Background: an optimization exercise with open tools, aiming at small area and a short achievable clock period. Do not read the settings as production practice.
The RTL was checked by simulation tests, not by an equivalence proof against the original design.
No activity file was given, so power comes from the tool's default toggle rates.

Setup of try-juniper:
// ylb_fpu
module ylb_fpu (
    input             clk,
    input             rst_n,
    input             in_valid,
    input      [3:0]  in_fn,
    input      [31:0] in_a,
    input      [31:0] in_b,
    input      [31:0] in_c,
    output            out_valid,
    output            out_wr,
    output            out_fl,
    output     [31:0] out_res,
    output     [3:0]  out_flags
);
Size: about 5,400 cells after synthesis, ~140 I/O pins.
make LEC_CHECK=0 CAP_MARGIN=20 CORE_MARGIN=2 CORE_UTILIZATION=45 SETUP_SLACK_MARGIN=5 SLEW_MARGIN=20 SYNTH_HIERARCHICAL=1 SYNTH_MINIMUM_KEEP_SIZE=0 TNS_END_PERCENT=20 finish   # period 12.0 ns
run.sh (not shown) runs the stock make flow with config.mk's settings and CLKGATE_MAP_FILE= SYNTH_SCRIPT=/design/flow/synth_recipe.tcl, a recipe that flattens the netlist after the stock synthesis.
No stage failed in try-juniper, and the final checks on the layout all came back clean.
The inputs of try-indigo differ from those of try-juniper as listed below.
Settings: swapping 20 for 1 in TNS_END_PERCENT.
### Flow results
- For share of the clock period used by the worst path after layout, try-juniper and try-indigo come out practically identical.
- Diff try-juniper -> try-indigo: sequential power up about 2%, number of fill cells in the layout flat, combined flip-flop and latch cell area flat.
- The sequential fraction of total cell area on try-indigo is in line with that on try-juniper.
- met1 routing resource usage after global routing across try-indigo and try-juniper: no real change.
- Final cell count without fillers across try-indigo and try-juniper: no real change.
- Looking at power drawn by the clock network across both flows, try-indigo is the stronger of the two, with try-juniper trailing.
- try-indigo vs. try-juniper: total power now sits lower; total number of vias did not really move.
- Synthesized cell count: try-indigo vs try-juniper identical
Edits applied to the flow inputs when going from try-indigo to try-maple:
Settings: changing TNS_END_PERCENT from 1 to 5; setting CTS_BUF_LIST to sky130_fd_sc_hd__clkbuf_4 sky130_fd_sc_hd__clkbuf_8 for the first time.
Notes after the runs:
Via count up about 1.1% in try-maple wrt try-indigo. Against try-indigo as the reference, try-maple delivers a higher register-to-register slack. Fmax in try-maple is about 0.7% higher than in try-indigo. try-maple against try-indigo: sequential share of layout area saw little to no change, wire length of the first global-routing pass saw an increase. Compared with try-indigo, try-maple shows a clock-buffer cell count that is about 50% higher. In try-maple, the aggregate global-route resource usage came out 0.16 points above the value in try-indigo. Run comparison: try-maple slowest cell on the critical path a2111o_1; try-indigo slowest cell on the critical path mux4_2. try-maple reached the end of the flow, and the finished layout is clean on the timing, design-rule and antenna checks. The higher number of buffers added for setup after CTS came out of try-maple. try-maple vs try-indigo, end point of the critical path: t2[58] vs t2[65]. Between try-indigo and try-maple, the difference in final area is negligible. Changes observed in try-maple relative to try-indigo: clock skew has increased; via count of the first global-routing pass rose by 0.93%.

---

## v29
ylb_fpu again, from the RTL that the note above started with.
clock: 12.0 ns
lec_check: 0
cap_margin: 20
core_margin: 2
core_utilization: 45
setup_slack_margin: 5
slew_margin: 20
synth_hierarchical: 1
synth_minimum_keep_size: 0
tns_end_percent: 5
v29: no failed stages, no open violations at the end
Inputs modified between v29 and v36:
# v29
export LEC_CHECK = 0
export CAP_MARGIN = 20
export CORE_MARGIN = 2
export CORE_UTILIZATION = 45
export SETUP_SLACK_MARGIN = 5
export SLEW_MARGIN = 20
export SYNTH_HIERARCHICAL = 1
export SYNTH_MINIMUM_KEEP_SIZE = 0
export TNS_END_PERCENT = 5
create_clock -name core_clock -period 12.0 [get_ports {clk}]
# v36
export LEC_CHECK = 0
export CAP_MARGIN = 20
export CORE_MARGIN = 2
export CORE_UTILIZATION = 45
export GPL_ROUTABILITY_DRIVEN = 0
export SETUP_SLACK_MARGIN = 5
export SLEW_MARGIN = 20
export SYNTH_HIERARCHICAL = 1
export SYNTH_MINIMUM_KEEP_SIZE = 0
export TNS_END_PERCENT = 5
create_clock -name core_clock -period 12.0 [get_ports {clk}]
- v36 vs. v29: critical path required time decreased by 0.02 ns relative to the old numbers; highest cell delay on the worst timing path closely matched the old numbers; share of final-layout standard cells stronger than drive strength 1 increased by 0.62 points relative to the old numbers; total of flip-flops plus latches after synthesis closely matched the old numbers.
- Total power after layout, v36 vs v29: down slightly
- The power density of the placed cells reported for v36 is smaller than that of v29 by 2.3 mW/mm².
- v36 gives less total length of routed met3 wires than v29 did.
- v36 completed every stage of the flow, and the final layout passed the timing, design-rule and antenna checks.
- [compare] base=v29 new=v36: final cycle utilization of the critical path down 0.23 points, detailed-route vias per instance went down 0.025.

[what the ideal ports hide]
The flow's constraints put no driver on any port. The routed layouts listed below were extracted and timed again, unchanged, in two steps. Step 1 (the two cells are an assumption about what drives the block):
set clk [get_ports {clk}]
set_driving_cell -lib_cell sky130_fd_sc_hd__clkbuf_16 $clk
set_driving_cell -lib_cell sky130_fd_sc_hd__buf_2 [delete_from_list [all_inputs] $clk]
Step 2 also shifts input and output timing later by t, the mid clock arrival at the registers, as if the neighbouring blocks saw the same clock. Three values: no drivers, after step 1, after step 2; two values: the first two.
run | shift t [ns] | setup slack, ns | latest minus earliest clock arrival (ns) | pins driven straight from the clock port
try-juniper | 0.655 | 4.863 / 4.863 / 4.506 | 0.039 / 0.039 | 1
try-indigo | 0.659 | 4.859 / 4.858 / 4.470 | 0.023 / 0.022 | 1
try-maple | 0.734 | 4.911 / 4.911 / 4.437 | 0.035 / 0.035 | 1
v29 | 0.661 | 4.884 / 4.884 / 4.493 | 0.020 / 0.020 | 1
v36 | 0.648 | 4.912 / 4.912 / 4.626 | 0.030 / 0.030 | 1
After both steps every run listed still meets setup and hold. The setup slack of try-maple, which loses most, moves by 0.000 ns with the drivers and by -0.474 ns with both steps.
